This design comes from an exercise in tuning for small area, a short achievable clock period and few clock cycles per item on the open sky130 flow, not from production work.
In this exercise RTL edits were held to simulation tests only and were not proved equivalent to the original.

// serac_cascade
module serac_cascade (
    input  wire        clk,
    input  wire        rst,         
    input  wire        cfg_we,
    input  wire [5:0]  cfg_addr,    
    input  wire [31:0] cfg_data,
    input  wire        clr_state,   
    input  wire        in_valid,
    output wire        in_ready,
    input  wire [31:0] in_x,
    output reg         out_valid,
    output reg  [31:0] out_y
);
Size: about 220,000 um2 of cells after synthesis.
clock: 20.0 ns
lec_check: 0
cap_margin: 20
core_margin: 2
core_utilization: 40
place_density: 0.6
setup_slack_margin: 0.5
slew_margin: 20
standard.sh (not shown) runs the stock make flow with config.mk's settings and CLKGATE_MAP_FILE= SYNTH_SCRIPT=/design/flow/synth_recipe.tcl, a recipe that flattens the netlist after the stock synthesis.
==> flow/flow/run.sh <==
#!/bin/bash
set -euo pipefail
R=$PWD/orfs/results/sky130hd/serac_cascade/base
bash standard.sh synth > synth.log 2>&1
python3 flow/fa_polarity.py $R/1_2_yosys.v $R/1_2_yosys.pol.v > fa_polarity.log 2>&1
cp $R/1_2_yosys.v $R/1_2_yosys.std.v
mv $R/1_2_yosys.pol.v $R/1_2_yosys.v
rm -f $R/1_synth.odb $R/1_synth.sdc
bash standard.sh SETUP_SLACK_MARGIN=14.4 \
    "BUFFER_PORTS_ARGS=-buffer_cell sky130_fd_sc_hd__buf_4" \
    CTS_CLUSTER_SIZE=26 CTS_CLUSTER_DIAMETER=70 GPL_TIMING_DRIVEN=1 \
    CORE_UTILIZATION=62 PLACE_DENSITY=0.76 \
    finish > standard_flow.log 2>&1
Other scripts of this flow, unchanged in this note and not shown: flow/flow/fa_polarity.py
The baseline ran to the end with no violations.
Testbench counts at the start, summed over its fixed seeds: cycles 18,690, items 3,840.
Edit:
--- a/flow/flow/run.sh
+++ b/flow/flow/run.sh
@@ -9 +9 @@
-bash standard.sh SETUP_SLACK_MARGIN=14.4 \
+bash standard.sh SETUP_SLACK_MARGIN=14.7 \
@@ -11 +11 @@
-    CTS_CLUSTER_SIZE=26 CTS_CLUSTER_DIAMETER=70 GPL_TIMING_DRIVEN=1 \
+    CTS_CLUSTER_SIZE=30 CTS_CLUSTER_DIAMETER=60 GPL_TIMING_DRIVEN=1 \
After rerunning: The changed run completed without violations. Count of clock-buffer cells in the layout shrinks by 6. Hold slack improved by 0.0088 ns. Via count grows slightly. Utilization grows by 1.3 points. Clock skew grows by 0.0065 ns. Routed wire length shrinks slightly. Setup slack improved by 0.25 ns. Non-clock buffer count grows by 139.

========
alpha:
Starting RTL as in the previous note.
clock: 20.0 ns
lec_check: 0
cap_margin: 20
core_margin: 2
core_utilization: 40
place_density: 0.6
setup_slack_margin: 0.5
slew_margin: 20
==> flow/flow/run.sh <==
#!/bin/bash
set -euo pipefail
R=$PWD/orfs/results/sky130hd/serac_cascade/base
bash standard.sh synth > synth.log 2>&1
python3 flow/fa_polarity.py $R/1_2_yosys.v $R/1_2_yosys.pol.v > fa_polarity.log 2>&1
cp $R/1_2_yosys.v $R/1_2_yosys.std.v
mv $R/1_2_yosys.pol.v $R/1_2_yosys.v
rm -f $R/1_synth.odb $R/1_synth.sdc
bash standard.sh SETUP_SLACK_MARGIN=14.7 \
    "BUFFER_PORTS_ARGS=-buffer_cell sky130_fd_sc_hd__buf_4" \
    CTS_CLUSTER_SIZE=26 CTS_CLUSTER_DIAMETER=70 GPL_TIMING_DRIVEN=1 \
    CORE_UTILIZATION=55 PLACE_DENSITY=0.7 \
    finish > standard_flow.log 2>&1
Other scripts of this flow, unchanged in this note and not shown: flow/flow/fa_polarity.py
alpha: done, clean on timing, DRC and antenna
Testbench counts of alpha, summed over its fixed seeds: cycles 18,690, items 3,840.
Setup changes, alpha to beta
--- a/flow/flow/run.sh
+++ b/flow/flow/run.sh
@@ -7,5 +7,5 @@
 mv $R/1_2_yosys.pol.v $R/1_2_yosys.v
 rm -f $R/1_synth.odb $R/1_synth.sdc
-bash standard.sh SETUP_SLACK_MARGIN=14.7 \
+bash standard.sh SETUP_SLACK_MARGIN=15 \
     "BUFFER_PORTS_ARGS=-buffer_cell sky130_fd_sc_hd__buf_4" \
     CTS_CLUSTER_SIZE=26 CTS_CLUSTER_DIAMETER=70 GPL_TIMING_DRIVEN=1 \
[summary]
- In the reports for alpha and beta, the smaller fraction of standard cell area in multi-input logic belongs to beta.
- met1 usage in global routing ends up higher on beta.
- Sort alpha and beta by pin count of the biggest net entering global routing desc -> top: alpha
- Having completed the whole flow, beta delivered a layout that passed the timing, DRC and antenna checks.
- Relative to alpha, the post-route met1 wirelength measured on beta has decreased slightly.
- beta vs alpha on setup slack after layout: beta is the lower one.

========
Starting RTL as in the previous note.
export LEC_CHECK = 0
export CAP_MARGIN = 20
export CORE_MARGIN = 2
export CORE_UTILIZATION = 40
export PLACE_DENSITY = 0.6
export SETUP_SLACK_MARGIN = 0.5
export SLEW_MARGIN = 20
create_clock -name core_clock -period 20.0 [get_ports {clk}]
==> flow/flow/run.sh <==
#!/bin/bash
set -euo pipefail
R=$PWD/orfs/results/sky130hd/serac_cascade/base
bash standard.sh synth > synth.log 2>&1
python3 flow/fa_polarity.py $R/1_2_yosys.v $R/1_2_yosys.pol.v > fa_polarity.log 2>&1
cp $R/1_2_yosys.v $R/1_2_yosys.std.v
mv $R/1_2_yosys.pol.v $R/1_2_yosys.v
rm -f $R/1_synth.odb $R/1_synth.sdc
bash standard.sh SETUP_SLACK_MARGIN=15 \
    "BUFFER_PORTS_ARGS=-buffer_cell sky130_fd_sc_hd__buf_4" \
    CTS_CLUSTER_SIZE=26 CTS_CLUSTER_DIAMETER=70 GPL_TIMING_DRIVEN=1 \
    CORE_UTILIZATION=62 PLACE_DENSITY=0.76 \
    finish > standard_flow.log 2>&1
Other scripts of this flow, unchanged in this note and not shown: flow/flow/fa_polarity.py
Testbench counts at the start, summed over its fixed seeds: cycles 18,690, items 3,840.
==> next run, changes <==
--- a/flow/flow/run.sh
+++ b/flow/flow/run.sh
@@ -8,3 +8,3 @@
 rm -f $R/1_synth.odb $R/1_synth.sdc
-bash standard.sh SETUP_SLACK_MARGIN=15 \
+bash standard.sh SETUP_SLACK_MARGIN=14.7 \
     "BUFFER_PORTS_ARGS=-buffer_cell sky130_fd_sc_hd__buf_4" \
What happened: The new run completed with no timing, DRC or antenna violations; global-route usage goes down by 0.65 points; core utilization went down by 0.68 points; count of clock-buffer cells in the layout drops by 2; sequential share of layout area came out higher by 0.35 points; non-clock buffer count drops by 84.

==> static timing again, ports no longer ideal <==
No port has a modelled driver above. Below, the same layouts with a new extraction and two added sets of constraints. Step 1, drivers: a clkbuf_16 drives clk and a buf_2 each remaining input, both assumed. Step 2 adds t to the input delays and takes it off the output delays; t is the mean of the earliest and latest rising clock arrival at the registers after step 1. Input paths then give back, and output paths get back, about the clock's delay inside the block. Three values: ideal ports, drivers, drivers and shift; two values: the first two.
run	t (ns)	slack for setup (ns)	hold WS [ns]	latest minus earliest clock arrival (ns)	worst data-port slew with drivers (ns)
the first run of note 1	1.092	14.237 / 14.237 / 13.806	0.327 / 0.327 / 0.327	0.127 / 0.126	0.06
the second run of note 1	1.132	14.486 / 14.368 / 13.765	0.336 / 0.336 / 0.336	0.135 / 0.134	0.06
alpha	1.107	14.472 / 14.377 / 13.826	0.319 / 0.319 / 0.319	0.125 / 0.125	0.04
beta	1.107	14.464 / 14.349 / 13.911	0.330 / 0.330 / 0.330	0.129 / 0.129	0.05
the first run of note 3	1.103	14.536 / 14.408 / 13.897	0.310 / 0.310 / 0.310	0.152 / 0.153	0.05
the second run of note 3	1.087	14.539 / 14.417 / 13.841	0.336 / 0.336 / 0.336	0.120 / 0.120	0.06
After both steps setup and hold are still met in every run listed. The setup slack of the second run of note 1, which loses most, moves by -0.118 ns with the drivers and by -0.721 ns with both steps.
